Context: an optimization exercise on an open-source flow, tuned for small area, a short achievable clock period and few clock cycles. The choices shown serve that exercise and are no tape-out recipe. Function was checked by simulation only, so behaviour that the tests miss may differ from the original. No activity file was given, so power comes from the tool's default toggle rates.

==> design/flow/design.v <==
module pleat_segdec (
    input  wire        clk,
    input  wire        rst,
    input  wire        start,
    input  wire [8:0]  span,        
    output wire        ready,
    input  wire        in_valid,
    input  wire [63:0] in_data,
    output wire        in_ready,
    output wire        out_valid,
    output wire [63:0] out_data,
    output reg         done,
    output reg  [3:0]  err
);
    localparam [3:0] E_OK        = 4'h0;
    localparam [3:0] E_ILLEGAL   = 4'h1;
    localparam [3:0] E_DIST      = 4'h2;
    localparam [3:0] E_OVERRUN   = 4'h3;
    localparam [3:0] E_INPUT_END = 4'h6;
    localparam [1:0] M_NORM   = 2'd0;    
    localparam [1:0] M_LIT    = 2'd1;    
    localparam [1:0] M_STORED = 2'd2;    
    localparam [1:0] M_ZERO   = 2'd3;    
    localparam integer PW = 76;          
    reg         inflight;
    reg         need_hdr;        
    reg  [8:0]  wl;              
    reg         wl_nz;           
    reg         a_fin;           
    reg         err_pend;        
    reg  [3:0]  err_code;
    reg  [63:0] inq;
    reg         inq_v;
    reg  [143:0]  R;
    reg  [6:0]    P;
    reg  [PW-1:0] Ph;            
    reg  [7:0]    cnt;
    reg           cnt_le80;      
    reg  [1:0]  amode;
    reg  [2:0]  pred;
    reg  [6:0]  aidx;            
    reg         tok_v;
    reg         tok_last;        
    reg         tok_krep, tok_klit, tok_kadd, tok_kxor;    
    reg  [63:0] tok_val;
    reg  [7:0]  tok_dhi, tok_dlo;    
    reg  [6:0]  tok_rem;         
    reg  [6:0]  bidx;            
    reg         s_k1, s_k2, s_k4, s_k8;      
    reg         out_v;
    reg  [63:0] hist [0:62];
    assign ready     = !inflight;
    assign out_valid = out_v;
    assign out_data  = hist[0];
    assign in_ready = inflight && wl_nz && (need_hdr || !inq_v || cnt_le80);
    wire   take     = in_ready && in_valid;
    wire [143:0] X     = R >> P;                      
    wire         merge = inq_v && cnt_le80 && !need_hdr;
    wire [143:0] ins   = {80'd0, inq} << cnt[6:0];
    wire [7:0]   cnt_m = merge ? (cnt + 8'd64) : cnt;
    wire [143:0] XM    = merge ? (X | ins) : X;      
    wire         all_in = !wl_nz && !inq_v;           
    reg [11:0] pk;
    integer pj;
    always @(*) begin
        pk = 12'd0;
        for (pj = 0; pj < PW; pj = pj + 1)
            pk = pk | ({12{Ph[pj]}} & {R[pj],   R[pj+1], R[pj+2],  R[pj+3],
                                       R[pj+4], R[pj+5], R[pj+6],  R[pj+7],
                                       R[pj+8], R[pj+9], R[pj+10], R[pj+11]});
    end
    reg [6:0] dn;        
    reg [3:0] dc;        
    reg [6:0] dl;        
    reg       dcls, dlitp, drep, dend;
    always @(*) begin
        dn = 7'd0; dc = 4'd2; dl = 7'd2;
        dcls = 1'b1; dlitp = 1'b0; drep = 1'b0; dend = 1'b0;
        if (pk[11:10] == 2'b00) begin
            dn = 7'd0;  dc = 4'd2; dl = 7'd2;
        end else if (pk[11:9] == 3'b010) begin
            dn = 7'd1;  dc = 4'd3; dl = 7'd3;
        end else if (pk[11:9] == 3'b011) begin
            dn = 7'd2;  dc = 4'd3; dl = 7'd4;
        end else if (pk[11:9] == 3'b100) begin
            dcls = 1'b0; drep = 1'b1; dc = 4'd3; dl = 7'd15;
        end else if (pk[11:8] <= 4'b1101) begin
            dn = {3'd0, pk[11:8]} - 7'd7; dc = 4'd4; dl = {3'd0, pk[11:8]} - 7'd4;
        end else if (pk[11:8] == 4'b1110) begin
            dn = 7'd7 + {6'd0, pk[7]};  dc = 4'd5; dl = 7'd11 + {6'd0, pk[7]};
        end else if (pk[11:7] == 5'b11110) begin
            dn = 7'd9 + {6'd0, pk[6]};  dc = 4'd6; dl = 7'd14 + {6'd0, pk[6]};
        end else if (pk[11:6] == 6'b111110) begin
            dn = 7'd11 + {6'd0, pk[5]}; dc = 4'd7; dl = 7'd17 + {6'd0, pk[5]};
        end else if (pk[11:5] == 7'b1111110 && pk[4:1] <= 4'd9) begin
            dn = 7'd13 + {3'd0, pk[4:1]}; dc = 4'd11; dl = 7'd23 + {3'd0, pk[4:1]};
        end else if (pk == 12'hFFE) begin
            dcls = 1'b0; dlitp = 1'b1; dc = 4'd12; dl = 7'd12;
        end else if (pk == 12'hFFF) begin
            dcls = 1'b0; dend = 1'b1; dc = 4'd12; dl = 7'd12;
        end else begin
            dn = pk[6:0] - 7'd61;  dc = 4'd12; dl = pk[6:0] - 7'd50;    
        end
    end
    reg [6:0] alen;
    always @(*) begin
        case (amode)
            M_NORM:   alen = dl;
            M_LIT:    alen = drep ? 7'd3 : dl;
            M_STORED: alen = 7'd64;
            default:  alen = 7'd0;
        endcase
    end
    wire c12 = (pk[11:6] == 6'b111111) && !(pk[5] == 1'b0 && pk[4:1] <= 4'd9);
    wire c11 = (pk[11:6] == 6'b111111) &&  (pk[5] == 1'b0 && pk[4:1] <= 4'd9);
    reg  enough;
    always @(*) begin
        case (amode)
            M_ZERO:   enough = 1'b1;
            M_STORED: enough = all_in || (cnt_m >= 8'd64);
            default:  enough = all_in || ((cnt >= 8'd12) &&
                                          (c12 ? (cnt_m >= 8'd75) :
                                           c11 ? (cnt_m >= 8'd32) : (cnt_m >= 8'd18)));
        endcase
    end
    wire a_active = inflight && !need_hdr && !a_fin && !err_pend;
    wire tok_free = !tok_v || tok_last;
    wire go       = a_active && tok_free && enough;
    wire [5:0] rep_d   = XM[8:3];
    wire [5:0] rep_m   = XM[14:9];
    wire [5:0] rep_dm1 = rep_d - 6'd1;
    wire [7:0] rep_end = {1'b0, aidx} + {2'd0, rep_m} + 8'd1;
    wire       short = ({1'b0, alen} > cnt_m);         
    reg        is_err;
    reg [3:0]  e_code;
    reg        emits;
    always @(*) begin
        is_err = 1'b0;
        e_code = E_ILLEGAL;
        emits  = 1'b0;
        if (short) begin
            is_err = 1'b1; e_code = E_INPUT_END;
        end else
        case (amode)
            M_NORM: begin
                if (dcls)
                    emits = 1'b1;
                else if (drep) begin
                    if (rep_d == 6'd0)
                        is_err = 1'b1;
                    else if ({1'b0, rep_d} > aidx) begin
                        is_err = 1'b1; e_code = E_DIST;
                    end else if (rep_end > 8'd64) begin
                        is_err = 1'b1; e_code = E_OVERRUN;
                    end else
                        emits = 1'b1;
                end else if (dend)
                    is_err = 1'b1;
            end
            M_LIT: begin
                if (dcls) emits = 1'b1;
                else      is_err = 1'b1;
            end
            default: emits = 1'b1;
        endcase
    end
    wire a_emit = go && emits && !is_err;
    wire a_err  = go && is_err;
    reg [63:0] ext;
    always @(*) begin
        case (dc)
            4'd3:    ext = XM[66:3];
            4'd4:    ext = XM[67:4];
            4'd5:    ext = XM[68:5];
            4'd6:    ext = XM[69:6];
            4'd7:    ext = XM[70:7];
            4'd11:   ext = XM[74:11];
            default: ext = XM[75:12];
        endcase
    end
    wire [5:0]  nm1   = dn[5:0] - 6'd1;
    wire [63:0] top   = (dn == 7'd0) ? 64'd0 : (64'd1 << nm1);
    wire [63:0] below = top - 64'd1;
    wire [63:0] cval  = (ext & below & {64{dn > 7'd1}}) | top;
    reg [63:0] n_val;
    always @(*) begin
        case (amode)
            M_STORED: n_val = XM[63:0];
            M_ZERO:   n_val = 64'd0;
            default:  n_val = cval;
        endcase
    end
    wire [7:0] a_inc  = (amode == M_NORM && drep) ? ({2'd0, rep_m} + 8'd1) : 8'd1;
    wire [7:0] aidx_n = {1'b0, aidx} + a_inc;
    wire [6:0]    p_n    = go ? alen : 7'd0;
    wire [PW-1:0] ph_n   = {{(PW-1){1'b0}}, 1'b1} << p_n;
    wire [7:0]    cnt_n  = cnt_m - {1'b0, p_n};
    wire [63:0] hsel = ({64{s_k1}} & hist[0]) | ({64{s_k2}} & hist[1]) |
                       ({64{s_k4}} & hist[3]) | ({64{s_k8}} & hist[7]);
    wire [63:0] tzz  = {1'b0, tok_val[63:1]} ^ {64{tok_val[0]}};
    reg [63:0] rep_word;
    reg [63:0] rep_grp;
    integer h, l;
    always @(*) begin
        rep_word = 64'd0;
        for (h = 0; h < 8; h = h + 1) begin
            rep_grp = 64'd0;
            for (l = 0; l < 8; l = l + 1)
                if (8 * h + l < 63)
                    rep_grp = rep_grp | ({64{tok_dlo[l]}} & hist[8 * h + l]);
            rep_word = rep_word | ({64{tok_dhi[h]}} & rep_grp);
        end
    end
    wire [63:0] b_word = ({64{tok_krep}} & rep_word) |
                         ({64{tok_klit}} & tok_val) |
                         ({64{tok_kadd}} & (hsel + tzz)) |
                         ({64{tok_kxor}} & (hsel ^ tok_val));
    integer j;
    always @(posedge clk) begin
        if (tok_v) begin
            hist[0] <= b_word;
            for (j = 1; j < 63; j = j + 1)
                hist[j] <= hist[j-1];
        end
    end
    always @(posedge clk) begin
        if (need_hdr) begin
            R <= {80'd0, in_data};
        end else if (inflight) begin
            R <= XM;
        end
        if (take && !need_hdr)
            inq <= in_data;
        if (tok_free) begin
            tok_krep <= (amode == M_NORM) && drep;
            tok_klit <= (amode != M_NORM);
            tok_kadd <= (amode == M_NORM) && !drep && (pred == 3'd1);
            tok_kxor <= (amode == M_NORM) && !drep && (pred != 3'd1);
            tok_val  <= n_val;
            tok_dhi  <= 8'd1 << rep_dm1[5:3];
            tok_dlo  <= 8'd1 << rep_dm1[2:0];
            tok_rem  <= {1'b0, rep_m} + 7'd1;
        end else
            tok_rem  <= tok_rem - 7'd1;
    end
    always @(posedge clk) begin
        if (rst) begin
            inflight <= 1'b0;
            need_hdr <= 1'b0;
            wl       <= 9'd0;
            wl_nz    <= 1'b0;
            a_fin    <= 1'b0;
            err_pend <= 1'b0;
            err_code <= E_OK;
            inq_v    <= 1'b0;
            P        <= 7'd0;
            Ph       <= {{(PW-1){1'b0}}, 1'b1};
            cnt      <= 8'd0;
            cnt_le80 <= 1'b1;
            amode    <= M_NORM;
            pred     <= 3'd0;
            aidx     <= 7'd0;
            tok_v    <= 1'b0;
            tok_last <= 1'b0;
            bidx     <= 7'd0;
            s_k1     <= 1'b0;
            s_k2     <= 1'b0;
            s_k4     <= 1'b0;
            s_k8     <= 1'b0;
            out_v    <= 1'b0;
            done     <= 1'b0;
            err      <= E_OK;
        end else begin
            out_v <= tok_v;
            done  <= 1'b0;
            if (!inflight) begin
                if (start) begin
                    inflight <= 1'b1;
                    need_hdr <= 1'b1;
                    wl       <= span;
                    wl_nz    <= (span != 9'd0);
                    a_fin    <= 1'b0;
                    err_pend <= 1'b0;
                    inq_v    <= 1'b0;
                    aidx     <= 7'd0;
                    bidx     <= 7'd0;
                    s_k1     <= 1'b0;
                    s_k2     <= 1'b0;
                    s_k4     <= 1'b0;
                    s_k8     <= 1'b0;
                end
            end else begin
                if (take) begin
                    wl    <= wl - 9'd1;
                    wl_nz <= (wl != 9'd1);
                end
                if (need_hdr) begin
                    if (!wl_nz) begin
                        need_hdr <= 1'b0;
                        err_pend <= 1'b1;
                        err_code <= E_INPUT_END;
                    end else if (in_valid) begin
                        need_hdr <= 1'b0;
                        P        <= 7'd8;
                        Ph       <= {{(PW-1){1'b0}}, 1'b1} << 8;
                        cnt      <= 8'd56;
                        cnt_le80 <= 1'b1;
                        pred     <= in_data[2:0];
                        if (in_data[7:3] != 5'd0) begin
                            err_pend <= 1'b1;
                            err_code <= E_ILLEGAL;
                        end
                        case (in_data[2:0])
                            3'd6:    amode <= M_STORED;
                            3'd7:    amode <= M_ZERO;
                            default: amode <= M_NORM;
                        endcase
                    end
                end else begin
                    inq_v    <= take || (inq_v && !merge);
                    P        <= p_n;
                    Ph       <= ph_n;
                    cnt      <= cnt_n;
                    cnt_le80 <= (cnt_n <= 8'd80);
                end
                if (a_err) begin
                    err_pend <= 1'b1;
                    err_code <= e_code;
                end
                if (go && !is_err) begin
                    if (amode == M_NORM && dlitp)
                        amode <= M_LIT;
                    else if (amode == M_LIT)
                        amode <= M_NORM;
                end
                if (a_emit) begin
                    aidx  <= aidx_n[6:0];
                    a_fin <= (aidx_n == 8'd64);
                end
                if (a_emit) begin
                    tok_v    <= 1'b1;
                    tok_last <= !(amode == M_NORM && drep) || (rep_m == 6'd0);
                end else if (tok_v) begin
                    tok_v    <= !tok_last;
                    tok_last <= (tok_rem == 7'd2);
                end
                if (tok_v) begin
                    bidx <= bidx + 7'd1;
                    s_k1 <= (pred == 3'd1 || pred == 3'd2);
                    s_k2 <= (pred == 3'd3) && (bidx >= 7'd1);
                    s_k4 <= (pred == 3'd4) && (bidx >= 7'd3);
                    s_k8 <= (pred == 3'd5) && (bidx >= 7'd7);
                end
                if ((tok_v && bidx == 7'd63) || (err_pend && !tok_v)) begin
                    inflight <= 1'b0;
                    done     <= 1'b1;
                    err      <= (tok_v && bidx == 7'd63) ? E_OK : err_code;
                end
            end
        end
    end
endmodule
==> design/flow/flow/run.sh <==
#!/bin/bash
# The standard layout, with setup repair aiming for more slack than the
# clock period leaves (the design, clock and constraints are unchanged).
set -euo pipefail
cd "$(dirname "$0")/.."
bash standard.sh SETUP_SLACK_MARGIN=7.8 finish > standard_layout.log 2>&1
==> design/flow/standard.sh <==
#!/bin/bash
# synth_recipe.tcl (not shown) runs the flow's synth.tcl, then flattens the netlist and writes it again
# the make line also repeats each setting of config.mk as NAME=value (left out here)
make -C /OpenROAD-flow-scripts/flow DESIGN_CONFIG=/design/flow/config.mk WORK_HOME=/design/flow/orfs CLKGATE_MAP_FILE= SYNTH_SCRIPT=/design/flow/synth_recipe.tcl "${@:-finish}"
==> design/flow/config.mk <==
export PLATFORM = sky130hd
export DESIGN_NAME = pleat_segdec
export DESIGN_NICKNAME = pleat_segdec
export VERILOG_FILES = /design/flow/design.v
export SDC_FILE = /design/flow/constraint.sdc
export NUM_CORES = 4
export LEC_CHECK = 0
export CAP_MARGIN = 20
export CORE_MARGIN = 2
export CORE_UTILIZATION = 40
export SLEW_MARGIN = 20
export TNS_END_PERCENT = 10
==> design/flow/constraint.sdc <==
create_clock -name core_clock -period 12.0 [get_ports {clk}]
set_input_delay 2.4000 -clock core_clock [delete_from_list [all_inputs] [get_ports {clk}]]
set_output_delay 2.4000 -clock core_clock [all_outputs]
set_load 0.01 [all_outputs]
==> reports/summary.json, run 1 <==
{
  "post_cts_hold_buffer_count": 0,
  "reported_leakage_power_nw": 72.8,
  "post_synth_edffs": 4244,
  "synth-warning-count": 2,
  "reg2reg_from": "R[56]",
  "chipWidth_um": 703,
  "worst_case_clock_skew_ps": 105,
  "ys_types": 104,
  "hold_viol_final": 0,
  "tritoncts": "yes",
  "die_height_um": 703,
  "first_pass_grt_wire_length_um": 1010000,
  "cts_max_level": 5,
  "clock_path_buffers": 4,
  "cpPeakStageDelay_ps": 470,
  "firstDrtPassIters": 12,
  "net_switching_power_of_the_design_w": 0.0292,
  "ys_seq_elements": 4471,
  "place.detailed.hpwl_um": 438000,
  "placement_rows": 256,
  "netSwitchingFraction_pct": 42.8,
  "gp_congestion": 1.05,
  "design.die.area_sq_um": 495000,
  "crit_path_end_kind": "register",
  "post_synth.cell_area_avg_sq_um": 14.1,
  "final_wirelength_um": 719000,
  "synthCells": 13900,
  "cts-buffers-inserted": 453,
  "post_route_cells_drive_above_1_share_pct": 16.1,
  "tritoncts_num_sinks": 4471,
  "hold_path.class": "reg -> reg",
  "synth.yosys.seq_area_share_pct": 67.5,
  "drc_errors": 0,
  "antenna_found_initial": 62,
  "sequentialPowerShare_pct": 33.3,
  "destination_of_the_worst_register_to_register_timing_path": "aidx[4]",
  "synthToLayoutAreaGrowth_pct": 15.5,
  "syn-cell-area_sq_um": 196000,
  "core_area_sq_um": 487000,
  "peakVddDrop_mv": 0.377,
  "layout_worst_path_cycle_share_pct": 53.7,
  "num-nets-final": 14200,
  "last_element_of_the_critical_path": "aidx[4]",
  "synth-async-reset-ratio_pct": 0,
  "timing.critical_path.required_ps": 12980,
  "status": "no timing/DRC/antenna violations",
  "share_of_the_synthesized_area_in_the_top_cell_type_pct": 65.2,
  "start_util_pct": 40.2,
  "rr_worst_depth": 32,
  "overflow": 0,
  "crit_path_start_kind": "register",
  "synthTopCellsByArea": "sky130_fd_sc_hd__edfxtp_1, sky130_fd_sc_hd__a22oi_1, sky130_fd_sc_hd__mux4_2",
  "clk_transition_reported_paths_ps": 60,
  "p_comb_share_pct": 45.8,
  "critical_path_buf_inv_count": 6,
  "crit_path_max_fanout": 16,
  "drv_cap": 0,
  "crit_path_leading_delay_family": "simple AND/OR/NAND/NOR gates",
  "fin_hold_ws_ps": 382,
  "crit_path_start": "R[56]",
  "postSynth.topFlopCell": "sky130_fd_sc_hd__edfxtp_1",
  "tightestPinTransition_ps": 1300,
  "detail-route-antenna-nets": 0,
  "detail_route.iter0.violations": 21700,
  "routed.top_layer": "met5",
  "port_buffers": 147,
  "routed_via_density": 6.69,
  "wl_met2_um": 310000,
  "wire_per_inst_um": 34.4,
  "finalSetupViolations": 0,
  "cp.arrival_ps": 7420,
  "grt_max_degree": 190,
  "grt_pass1_vias": 133000,
  "unrepaired_setup_endpoints_after_global_routing": "true",
  "r2r_setup_slack_ps": 5560,
  "min-delay-start": "hist[18][19]",
  "cts-root-buf": "sky130_fd_sc_hd__clkbuf_16",
  "part_of_the_total_power_dissipated_in_the_clock_network_pct": 20.8,
  "fmax_mhz": 155,
  "layout.filler_cells": 42300,
  "finalMaxSlewViolations": 0,
  "gr-usage-all-layers_pct": 28.0,
  "clk-insertion-delay-late_ps": 1060,
  "ioPinCount": 149,
  "p_per_area_nw_per_um2": 301,
  "worst_path_max_delay_cell": "sky130_fd_sc_hd__or4_4",
  "synth_nets": 14100,
  "fin_crit_ps": 6440,
  "dr_total_vias": 140000,
  "cp_num_cells": 32,
  "cellInternalPower_w": 0.0389,
  "setup_total_negative_slack_ps": 0,
  "met3WireLength_um": 76900,
  "timing_worst_setup_path_type": "reg -> reg",
  "drt-met1-wl_um": 283000,
  "slew_headroom_pct": 13.3,
  "yosysTopAreaCell": "sky130_fd_sc_hd__edfxtp_1"
}
worst min-delay path by stage:
| stage | end | slack [ps] | cells past startpoint |
|---|---|---|---|
| floorplan | hist[58][13] | 430 | 0 |
| global placement | hist[6][25] | 430 | 0 |
| detailed placement | hist[18][62] | 430 | 0 |
| CTS | hist[3][11] | 390 | 0 |
| global route | hist[61][42] | 390 | 0 |
| finish | hist[19][19] | 380 | 0 |
cells by family (layout without fill, tap and decap cells):
kind of cell | Yosys count | in the layout | share of synthesized area (%)
AOI/OAI and AO/OA | 4664 | 4664 | 17.2
DFF | 4471 | 4471 | 67.5
and+or+nand+nor | 2419 | 2421 | 6.00
buffers and inverters | 1327 | 1863 | 2.61
muxes | 684 | 684 | 5.16
xor gates and xnor gates | 160 | 160 | 0.717
adders and majority gates | 125 | 125 | 0.814
other | 1 | 33 | 0.00192
power by group through the flow:
stage                     clock network [W]  logic, W  registers, W
after floorplan                           0    0.0134        0.0262
after global placement                    0    0.0258        0.0230
after detailed placement                  0    0.0257        0.0230
after CTS                            0.0144    0.0291        0.0227
after global routing                 0.0150    0.0319        0.0229
final                                0.0142    0.0312        0.0227
cell usage in the layout (no fill, tap or decap), drive strengths merged, types with 39 or more instances in the layout:
master and count:
clkbuf 570, o21ai 393, o211ai 62, ha 120, mux2 158, o22ai 102, buf 719, a222oi 73
edfxtp 4244, nand2 666, mux2i 284, nor2 622, a211oi 98, o221ai 47, nor3 107, nand4 591
a21oi 486, clkdlybuf4s50 146, mux4 242, nand3 174, xnor2 52, a22oi 2606, dfxtp 227, a31oi 98
xor2 108, a221oi 176, a221o 41, a22o 174, inv 147, and2 39, a21o 61, clkinv 210
state kept, by name, indices dropped and copies added (netlist names), 2 cells and up:
| register | cells |
|---|---|
| P | 7 |
| Ph | 76 |
| R | 144 |
| aidx | 7 |
| amode | 2 |
| bidx | 7 |
| cnt | 8 |
| err | 3 |
| err_code | 3 |
| hist | 4032 |
| inq | 64 |
| pred | 3 |
| tok_dhi | 8 |
| tok_dlo | 8 |
| tok_rem | 7 |
| tok_val | 64 |
| wl | 9 |
what timing repair did:
action | in CTS | in global routing
endpoints found under the setup margin | 1908 | 2418
gates resized for setup | 695 | 149
pin swaps | 182 | 49
cloned | 13 | 7
setup buffers | 231 | 45
stage by stage:
stage | worst slack (ps) | power, W | cell area [sq um] | std cells | util [%]
final | 5560 | 0.0681 | 226000 | 20900 | 46.4
after floorplan | -20370 | 0.0396 | 196000 | 13900 | -
after CTS | 5750 | 0.0662 | 225000 | 20800 | 46.1
after global routing | 5430 | 0.0698 | 226000 | 20800 | 46.4
after detailed placement | 3990 | 0.0487 | 204000 | 19700 | 42.0
after global placement | 3880 | 0.0488 | 204000 | 19700 | 42.0
Yosys cell counts, types with 25 or more instances:
library cell	n
sky130_fd_sc_hd__xnor2_1	52
sky130_fd_sc_hd__a21o_1	61
sky130_fd_sc_hd__buf_1	134
sky130_fd_sc_hd__mux4_2	242
sky130_fd_sc_hd__o22ai_1	102
sky130_fd_sc_hd__nand3_1	172
sky130_fd_sc_hd__a22o_1	174
sky130_fd_sc_hd__or3_1	29
sky130_fd_sc_hd__o21ai_0	376
sky130_fd_sc_hd__inv_1	126
sky130_fd_sc_hd__buf_2	42
sky130_fd_sc_hd__nor3_1	104
sky130_fd_sc_hd__a221o_1	41
sky130_fd_sc_hd__and2_1	34
sky130_fd_sc_hd__nor2_1	621
sky130_fd_sc_hd__ha_1	120
sky130_fd_sc_hd__edfxtp_1	4244
sky130_fd_sc_hd__o31ai_1	25
sky130_fd_sc_hd__o21a_1	38
sky130_fd_sc_hd__a31oi_1	97
sky130_fd_sc_hd__or4_1	26
sky130_fd_sc_hd__clkbuf_1	1006
sky130_fd_sc_hd__nand2_1	666
sky130_fd_sc_hd__a222oi_1	73
sky130_fd_sc_hd__mux2i_1	283
sky130_fd_sc_hd__o221ai_1	47
sky130_fd_sc_hd__and3_1	29
sky130_fd_sc_hd__a22oi_1	2606
sky130_fd_sc_hd__mux2_2	158
sky130_fd_sc_hd__a211oi_1	98
sky130_fd_sc_hd__o211ai_1	62
sky130_fd_sc_hd__a221oi_1	173
sky130_fd_sc_hd__xor2_1	108
sky130_fd_sc_hd__dfxtp_1	227
sky130_fd_sc_hd__nand4_1	591
sky130_fd_sc_hd__nand2b_1	32
sky130_fd_sc_hd__a21oi_1	485
layout make-up:
| type | instances | area (sq um) | area share (%) |
|---|---|---|---|
| Timing Repair Buffer | 883 | 8950 | 3.96 |
| Tap cell | 6450 | 8070 | 3.57 |
| Clock buffer | 561 | 11900 | 5.29 |
| Antenna cell | 32 | 80.1 | 0.0355 |
| Sequential cell | 4471 | 132000 | 58.5 |
| Inverter | 134 | 536 | 0.237 |
| Multi-Input combinational cell | 8055 | 61400 | 27.2 |
| Clock inverter | 285 | 2800 | 1.24 |
metal layers:
layer | vias to the layer above | track usage [%]
met5 | - | 0
met4 | 18 | 15.8
met3 | 2276 | 7.01
met2 | 9255 | 40.9
met1 | 70700 | 38.0
li1 | 57400 | -
Testbench counts, summed over its fixed seeds: cycles 130,130.
==> run 2: changes to the inputs <==
--- a/design/flow/design.v
+++ b/design/flow/design.v
@@ -35,3 +35,3 @@
     reg  [6:0]    P;
-    reg  [PW-1:0] Ph;            
+    reg  [11:0]   pk;            
     reg  [7:0]    cnt;
@@ -44,2 +44,5 @@
     reg         tok_krep, tok_klit, tok_kadd, tok_kxor;    
+    reg         tok_nop;         
+    reg         tok_err;         
+    reg  [3:0]  tok_ecode;
     reg  [63:0] tok_val;
@@ -51,7 +54,9 @@
     reg  [63:0] hist [0:62];
-    assign ready     = !inflight;
+    reg         ready_q, in_ready_q;
+    reg  [63:0] out_q;
+    assign ready     = ready_q;
+    assign in_ready  = in_ready_q;
     assign out_valid = out_v;
-    assign out_data  = hist[0];
-    assign in_ready = inflight && wl_nz && (need_hdr || !inq_v || cnt_le80);
-    wire   take     = in_ready && in_valid;
+    assign out_data  = out_q;
+    wire   take     = in_ready_q && in_valid;
     wire [143:0] X     = R >> P;                      
@@ -62,11 +67,2 @@
     wire         all_in = !wl_nz && !inq_v;           
-    reg [11:0] pk;
-    integer pj;
-    always @(*) begin
-        pk = 12'd0;
-        for (pj = 0; pj < PW; pj = pj + 1)
-            pk = pk | ({12{Ph[pj]}} & {R[pj],   R[pj+1], R[pj+2],  R[pj+3],
-                                       R[pj+4], R[pj+5], R[pj+6],  R[pj+7],
-                                       R[pj+8], R[pj+9], R[pj+10], R[pj+11]});
-    end
     reg [6:0] dn;        
@@ -132,3 +128,11 @@
     wire [7:0] rep_end = {1'b0, aidx} + {2'd0, rep_m} + 8'd1;
-    wire       short = ({1'b0, alen} > cnt_m);         
+    wire [PW-1:0] lh = {{(PW-1){1'b0}}, 1'b1} << alen;
+    reg  [PW-1:0] fits, le80;        
+    integer tk;
+    always @(*)
+        for (tk = 0; tk < PW; tk = tk + 1) begin
+            fits[tk] = (cnt_m >= tk);
+            le80[tk] = (cnt_m <= tk + 80);
+        end
+    wire       short = |(lh & ~fits);                  
     reg        is_err;
@@ -148,2 +152,3 @@
                 else if (drep) begin
+                    emits = 1'b1;
                     if (rep_d == 6'd0)
@@ -154,4 +159,3 @@
                         is_err = 1'b1; e_code = E_OVERRUN;
-                    end else
-                        emits = 1'b1;
+                    end
                 end else if (dend)
@@ -166,3 +170,2 @@
     end
-    wire a_emit = go && emits && !is_err;
     wire a_err  = go && is_err;
@@ -180,6 +183,10 @@
     end
-    wire [5:0]  nm1   = dn[5:0] - 6'd1;
-    wire [63:0] top   = (dn == 7'd0) ? 64'd0 : (64'd1 << nm1);
-    wire [63:0] below = top - 64'd1;
-    wire [63:0] cval  = (ext & below & {64{dn > 7'd1}}) | top;
+    reg  [63:0] top, below;          
+    integer tb;
+    always @(*)
+        for (tb = 0; tb < 64; tb = tb + 1) begin
+            top[tb]   = (dn == tb + 1);
+            below[tb] = (dn >= tb + 2);
+        end
+    wire [63:0] cval  = (ext & below) | top;
     reg [63:0] n_val;
@@ -192,7 +199,28 @@
     end
-    wire [7:0] a_inc  = (amode == M_NORM && drep) ? ({2'd0, rep_m} + 8'd1) : 8'd1;
+    wire [7:0] a_inc  = (amode == M_NORM && drep) ? ({2'd0, rep_m} + 8'd1) :
+                        (amode == M_NORM && !dcls) ? 8'd0 : 8'd1;
     wire [7:0] aidx_n = {1'b0, aidx} + a_inc;
+    wire b_word_v   = tok_v && !tok_nop && !tok_err;   
+    wire b_last     = b_word_v && bidx == 7'd63;
+    wire seg_end    = b_last || (tok_v && tok_err) || (err_pend && !tok_v);
+    wire inflight_n = inflight ? !seg_end : start;
+    wire wl_nz_n    = !inflight ? (start ? (span != 9'd0) : wl_nz)
+                                : (take ? (wl != 9'd1) : wl_nz);
+    wire need_hdr_n = !inflight ? (start || need_hdr)
+                                : (need_hdr && wl_nz && !in_valid);
+    wire inq_v_n    = !inflight ? (inq_v && !start)
+                                : (need_hdr ? inq_v : (take || (inq_v && !merge)));
     wire [6:0]    p_n    = go ? alen : 7'd0;
-    wire [PW-1:0] ph_n   = {{(PW-1){1'b0}}, 1'b1} << p_n;
-    wire [7:0]    cnt_n  = cnt_m - {1'b0, p_n};
+    wire [PW-1:0] ph_n   = go ? lh : {{(PW-1){1'b0}}, 1'b1};
+    reg [11:0] pk_n;
+    integer pj;
+    always @(*) begin
+        pk_n = 12'd0;
+        for (pj = 0; pj < PW; pj = pj + 1)
+            pk_n = pk_n | ({12{ph_n[pj]}} & {XM[pj],   XM[pj+1], XM[pj+2],  XM[pj+3],
+                                             XM[pj+4], XM[pj+5], XM[pj+6],  XM[pj+7],
+                                             XM[pj+8], XM[pj+9], XM[pj+10], XM[pj+11]});
+    end
+    wire [7:0]    cnt_n  = go ? (cnt_m - {1'b0, alen}) : cnt_m;
+    wire          le80_n = go ? |(lh & le80) : (cnt_m <= 8'd80);
     wire [63:0] hsel = ({64{s_k1}} & hist[0]) | ({64{s_k2}} & hist[1]) |
@@ -219,3 +247,3 @@
     always @(posedge clk) begin
-        if (tok_v) begin
+        if (b_word_v) begin
             hist[0] <= b_word;
@@ -227,6 +255,20 @@
         if (need_hdr) begin
-            R <= {80'd0, in_data};
-        end else if (inflight) begin
-            R <= XM;
+            R        <= {80'd0, in_data};
+            P        <= 7'd8;
+            pk       <= {in_data[8],  in_data[9],  in_data[10], in_data[11],
+                         in_data[12], in_data[13], in_data[14], in_data[15],
+                         in_data[16], in_data[17], in_data[18], in_data[19]};
+            cnt      <= 8'd56;
+            cnt_le80 <= 1'b1;
+        end else begin
+            R        <= XM;
+            P        <= p_n;
+            pk       <= pk_n;
+            cnt      <= cnt_n;
+            cnt_le80 <= le80_n;
         end
+        tok_val <= n_val;
+        out_q   <= b_word;
+    end
+    always @(posedge clk) begin
         if (take && !need_hdr)
@@ -235,2 +277,3 @@
             tok_krep <= (amode == M_NORM) && drep;
+            tok_nop  <= (amode == M_NORM) && dlitp;
             tok_klit <= (amode != M_NORM);
@@ -238,3 +281,2 @@
             tok_kxor <= (amode == M_NORM) && !drep && (pred != 3'd1);
-            tok_val  <= n_val;
             tok_dhi  <= 8'd1 << rep_dm1[5:3];
@@ -255,6 +297,2 @@
             inq_v    <= 1'b0;
-            P        <= 7'd0;
-            Ph       <= {{(PW-1){1'b0}}, 1'b1};
-            cnt      <= 8'd0;
-            cnt_le80 <= 1'b1;
             amode    <= M_NORM;
@@ -272,4 +310,9 @@
             err      <= E_OK;
+            ready_q    <= 1'b1;
+            in_ready_q <= 1'b0;
         end else begin
-            out_v <= tok_v;
+            ready_q    <= !inflight_n;
+            in_ready_q <= inflight_n && wl_nz_n &&
+                          (need_hdr_n || !inq_v_n || (need_hdr ? 1'b1 : le80_n));
+            out_v <= b_word_v;
             done  <= 1'b0;
@@ -303,6 +346,2 @@
                         need_hdr <= 1'b0;
-                        P        <= 7'd8;
-                        Ph       <= {{(PW-1){1'b0}}, 1'b1} << 8;
-                        cnt      <= 8'd56;
-                        cnt_le80 <= 1'b1;
                         pred     <= in_data[2:0];
@@ -320,12 +359,6 @@
                     inq_v    <= take || (inq_v && !merge);
-                    P        <= p_n;
-                    Ph       <= ph_n;
-                    cnt      <= cnt_n;
-                    cnt_le80 <= (cnt_n <= 8'd80);
                 end
-                if (a_err) begin
+                if (a_err)
                     err_pend <= 1'b1;
-                    err_code <= e_code;
-                end
-                if (go && !is_err) begin
+                if (go) begin
                     if (amode == M_NORM && dlitp)
@@ -335,3 +368,3 @@
                 end
-                if (a_emit) begin
+                if (go) begin
                     aidx  <= aidx_n[6:0];
@@ -339,5 +372,7 @@
                 end
-                if (a_emit) begin
-                    tok_v    <= 1'b1;
-                    tok_last <= !(amode == M_NORM && drep) || (rep_m == 6'd0);
+                if (go) begin
+                    tok_v     <= 1'b1;
+                    tok_last  <= !(amode == M_NORM && drep) || (rep_m == 6'd0) || is_err;
+                    tok_err   <= is_err;
+                    tok_ecode <= e_code;
                 end else if (tok_v) begin
@@ -346,3 +381,3 @@
                 end
-                if (tok_v) begin
+                if (b_word_v) begin
                     bidx <= bidx + 7'd1;
@@ -353,6 +388,7 @@
                 end
-                if ((tok_v && bidx == 7'd63) || (err_pend && !tok_v)) begin
+                if (seg_end) begin
                     inflight <= 1'b0;
                     done     <= 1'b1;
-                    err      <= (tok_v && bidx == 7'd63) ? E_OK : err_code;
+                    err      <= b_last ? E_OK : (tok_v ? tok_ecode : err_code);
+                    tok_v    <= 1'b0;
                 end
--- a/design/flow/config.mk
+++ b/design/flow/config.mk
@@ -10,2 +10,4 @@
 export CORE_UTILIZATION = 40
+export CTS_CLUSTER_DIAMETER = 100
+export CTS_CLUSTER_SIZE = 20
 export SLEW_MARGIN = 20
==> run 2 against run 1 <==
Fmax up 20%. Clock power down 29%. Total power up 6.7%. Combinational power up 35%. Final area up 3.1%. Sequential share of layout area down 2.2 points. Synthesized area up 2.7%. Critical path type unchanged. Largest power group unchanged. Flip-flop and latch count up 6. Critical path depth down 14.
==> reports/summary.json, run 2 <==
{
  "crit_path_max_fanout": {"value": 56, "change": "+40"},
  "gp_congestion": {"value": 1.04, "change": "-0.82%"},
  "synthCells": {"value": 14600, "change": "+5.6%"},
  "critical_path_buf_inv_count": {"value": 3, "change": "-3"},
  "design.die.area": {"value": 508000, "unit": "sq um", "change": "+2.7%"},
  "hold_path.class": "reg -> reg",
  "peakVddDrop": {"value": 0.327, "unit": "mV", "change": "-13%"},
  "timing.critical_path.required": {"value": 12850, "unit": "ps", "change": "-130 ps"},
  "grt_max_degree": {"value": 188, "change": "-1.1%"},
  "timing_worst_setup_path_type": "reg -> reg",
  "start_util": {"value": 40.1, "unit": "%", "change": "-0.085 points"},
  "final_design_area_no_fill": {"value": 233000, "unit": "sq um", "change": "+3.1%"},
  "first_pass_grt_wire_length": {"value": 1230000, "unit": "um", "change": "+22%"},
  "final_wirelength": {"value": 900000, "unit": "um", "change": "+25%"},
  "ioPinCount": {"value": 149, "change": "unchanged"},
  "synth_most_common_cell": "sky130_fd_sc_hd__edfxtp_1",
  "number_of_flip_flops_under_the_largest_register_name": {"value": 4032, "change": "unchanged"},
  "finalMaxSlewViolations": {"value": 0, "change": "unchanged"},
  "core_area": {"value": 501000, "unit": "sq um", "change": "+2.9%"},
  "detail_route.iter0.violations": {"value": 24700, "change": "+14%"},
  "postSynth.topFlopCell": "sky130_fd_sc_hd__edfxtp_1",
  "hold_viol_final": {"value": 0, "change": "unchanged"},
  "fmax": {"value": 186, "unit": "MHz", "change": "+20%"},
  "r2r_setup_slack": {"value": 6620, "unit": "ps", "change": "+1060 ps"},
  "finish.utilization": {"value": 46.5, "unit": "%", "change": "+0.070 points"},
  "stdcell_count": {"value": 21900, "change": "+5.1%"},
  "layout.filler_cells": {"value": 44200, "change": "+4.5%"},
  "antenna_found_initial": {"value": 117, "change": "+89%"},
  "gr-usage-all-layers": {"value": 34.1, "unit": "%", "change": "+6.1 points"},
  "slew_headroom": {"value": 15.6, "unit": "%", "change": "+2.4 points"},
  "placement_rows": {"value": 260, "change": "+1.6%"},
  "place_area": {"value": 212000, "unit": "sq um", "change": "+3.5%"},
  "tightestPinTransition": {"value": 1260, "unit": "ps", "change": "-39.9 ps"},
  "clk-insertion-delay-late": {"value": 1020, "unit": "ps", "change": "-40 ps"},
  "syn-cell-area": {"value": 201000, "unit": "sq um", "change": "+2.7%"},
  "drv_cap": {"value": 0, "change": "unchanged"},
  "cpPeakStageDelay": {"value": 520, "unit": "ps", "change": "+50 ps"},
  "clk_transition_reported_paths": {"value": 90, "unit": "ps", "change": "+30 ps"},
  "reported_leakage_power": {"value": 73.2, "unit": "nW", "change": "+0.53%"},
  "wire_per_inst": {"value": 41.1, "unit": "um", "change": "+19%"},
  "detail-route-antenna-nets": {"value": 0, "change": "unchanged"},
  "dr_total_vias": {"value": 155000, "change": "+11%"},
  "crit_path_start_kind": "register",
  "p_per_area": {"value": 312, "unit": "nW/um^2", "change": "+3.5%"},
  "layout_worst_path_cycle_share": {"value": 44.8, "unit": "%", "change": "-8.8 points"},
  "worst_path_max_delay_cell": "sky130_fd_sc_hd__dfxtp_2",
  "cts-buffers-inserted": {"value": 282, "change": "-38%"},
  "chipWidth": {"value": 713, "unit": "um", "change": "+1.3%"},
  "tritoncts": "yes",
  "die_height": {"value": 713, "unit": "um", "change": "+1.3%"},
  "crit_path_leading_delay_family": "simple AND/OR/NAND/NOR gates",
  "synth.yosys.seq_area_share": {"value": 65.2, "unit": "%", "change": "-2.3 points"},
  "cts_max_level": {"value": 5, "change": "unchanged"},
  "ys_types": {"value": 106, "change": "+1.9%"},
  "synth-warning-count": {"value": 2, "change": "unchanged"},
  "regMostFlops": "hist",
  "num-nets-final": {"value": 15200, "change": "+6.9%"},
  "critPathMostFrequentCell": "sky130_fd_sc_hd__buf_12",
  "synthTopCellsByArea": "sky130_fd_sc_hd__edfxtp_1, sky130_fd_sc_hd__a22oi_1, sky130_fd_sc_hd__dfxtp_1",
  "cts-root-buf": "sky130_fd_sc_hd__clkbuf_16",
  "post_route_cells_drive_above_1_share": {"value": 19.2, "unit": "%", "change": "+3.0 points"},
  "dp.cells": {"value": 20800, "change": "+5.7%"},
  "share_of_the_synthesized_area_in_the_top_cell_type": {"value": 61.6, "unit": "%", "change": "-3.5 points"},
  "yosysTopAreaCell": "sky130_fd_sc_hd__edfxtp_1",
  "status": "no timing/DRC/antenna violations",
  "synthToLayoutAreaGrowth_pct": 15.9,
  "fin_crit": {"value": 5380, "unit": "ps", "change": "-1060 ps"},
  "setup_total_negative_slack": {"value": 0, "unit": "ps", "change": "unchanged"},
  "finalSetupViolations": {"value": 0, "change": "unchanged"},
  "synth-async-reset-ratio": {"value": 0, "unit": "%", "change": "unchanged"},
  "routed_via_density": {"value": 7.05, "change": "+5.4%"},
  "post_synth_edffs": {"value": 4121, "change": "-2.9%"},
  "clock_path_buffers": {"value": 4, "change": "unchanged"},
  "path_cells": "inv_1, buf_12, nand2_1, nor2_2, o21ai_0, o221ai_1, nor3_4, buf_12, ha_4, fa_2, o21ai_1, a21oi_2, xnor2_1, or4_1, a221o_1, o311a_1, nor2_1, a211oi_1",
  "firstDrtPassIters": {"value": 12, "change": "unchanged"},
  "most-common-layout-cells": "sky130_fd_sc_hd__edfxtp_1, sky130_fd_sc_hd__a22oi_1, sky130_fd_sc_hd__buf_4",
  "fin_hold_ws": {"value": 399, "unit": "ps", "change": "+17.5 ps"},
  "ys_seq_elements": {"value": 4477, "change": "+0.13%"},
  "grt_pass1_vias": {"value": 145000, "change": "+9.0%"},
  "post_synth.cell_area_avg": {"value": 13.7, "unit": "sq um", "change": "-2.7%"},
  "final_common_cell": "sky130_fd_sc_hd__edfxtp_1",
  "ys_top_cells_by_count": "sky130_fd_sc_hd__edfxtp_1, sky130_fd_sc_hd__a22oi_1, sky130_fd_sc_hd__clkbuf_1",
  "place.detailed.hpwl": {"value": 572000, "unit": "um", "change": "+31%"},
  "synth_nets": {"value": 14800, "change": "+5.5%"},
  "crit_path_end_kind": "register",
  "port_buffers": {"value": 147, "change": "unchanged"},
  "top_regs": "hist x4032, R x144",
  "worst_case_clock_skew": {"value": 90.8, "unit": "ps", "change": "-14.5 ps"},
  "unrepaired_setup_endpoints_after_global_routing": "true",
  "cp.arrival": {"value": 6230, "unit": "ps", "change": "-1190 ps"},
  "tritoncts_num_sinks": {"value": 4477, "change": "+0.13%"},
  "multiInputGateArea": {"value": 70400, "unit": "sq um", "change": "+15%"},
  "drc_errors": {"value": 0, "change": "unchanged"},
  "overflow": {"value": 0, "change": "unchanged"},
  "sequential_cell_area": {"value": 131000, "unit": "sq um", "change": "-0.80%"}
}
run 2: changes by cell type after synthesis, sizes merged, moves of 56 or more:
| cell | change |
|---|---|
| a22o | -97 |
| a22oi | -104 |
| dfxtp | +129 |
| a222oi | +56 |
| edfxtp | -123 |
| nor4 | +56 |
| clkbuf | -109 |
| buf | +128 |
| nand3 | +70 |
| o22ai | +161 |
| nor3 | +57 |
run 2: layout make-up:
cell class	count	share of cell area (%)
clock buffers	375	3.24
flip-flops and latches	4477	56.3
repair inverters	1	0.00699
well taps	6681	3.59
diodes	114	0.123
inverters	116	0.243
clock inverters	52	0.363
multi-input cells	8820	30.2
repair buffers	1290	5.92
run 2: cell families (layout without fill, tap and decap cells):
family / after synthesis / count (layout) / synth area share (%)
AOI/OAI and AO/OA: 5057 / 5058 / 18.3
xor gates and xnor gates: 150 / 150 / 0.654
adders and majority gates: 119 / 119 / 0.755
buffers and inverters: 1328 / 1834 / 2.66
DFF: 4477 / 4477 / 65.2
muxes: 757 / 757 / 5.66
other: 1 / 115 / 0.00187
and+or+nand+nor: 2735 / 2735 / 6.80
run 2: where the power goes:
group / total, W / switching (W) / leakage [nW] / internal (W)
clock network: 0.0101 / 0.00546 / 4.05 / 0.00463
registers: 0.0205 / 0.00172 / 40.3 / 0.0188
logic: 0.0421 / 0.0291 / 28.8 / 0.0130
run 2: metrics by stage:
stage	total power (W)	worst slack, ps
final	0.0726	6620
after detailed placement	0.0532	4410
after global routing	0.0728	6680
after floorplan	0.0391	-49790
after CTS	0.0693	6760
after global placement	0.0535	4320
run 2: path summary, 6_finish.rpt:
path / from / cells past startpoint / to
min: hist[44][49] / 0 / hist[45][49]
min reg2reg: hist[44][49] / 0 / hist[45][49]
max reg2reg: P[5] / 18 / tok_last
max: P[5] / 18 / tok_last
run 2: routing by layer:
| layer | up-vias | routed length [um] | global-route usage (%) |
|---|---|---|---|
| met2 | 10900 | 376000 | 47.8 |
| met5 | - | 1060 | 0.792 |
| li1 | 61400 | - | - |
| met4 | 68 | 69900 | 22.3 |
| met3 | 2794 | 95800 | 9.40 |
| met1 | 79500 | 358000 | 46.3 |
run 2: what timing repair did:
| action | 4_1_cts | 5_1_grt |
|---|---|---|
| hold buffers | 0 | 0 |
| pin swaps | 283 | 72 |
| hold endpoints to repair | 0 | 0 |
| setup endpoints to repair | 2015 | 1856 |
| cloned | 54 | 5 |
| gates resized for setup | 1276 | 167 |
| setup buffers | 440 | 59 |
Testbench counts of run 2, summed over its fixed seeds: cycles 130,130.

-- static timing again, ports no longer ideal --
No port has a modelled driver above. Below, the same layouts with a new extraction and two added sets of constraints.
Step 1: set_driving_cell puts a clkbuf_16 on clk and a buf_2 on each other input, an assumption about the parent block.
Step 2 also shifts input and output timing later by t, the mid clock arrival at the registers, as if the neighbouring blocks saw the same clock.
Slacks: ideal / step 1 / step 2; pairs: ideal / step 1.
| run | t, ns | setup WS [ns] | worst setup path after step 2 | worst register clock-pin slew, ns | cell pins on the clock port's net |
|---|---|---|---|---|---|
| run 1 | 1.154 | 5.560 / 5.560 / 5.560 | register to register | 0.08 / 0.08 | 1 |
| run 2 | 1.103 | 6.622 / 6.622 / 6.622 | register to register | 0.10 / 0.10 | 1 |
After both steps every run listed still meets setup and hold.
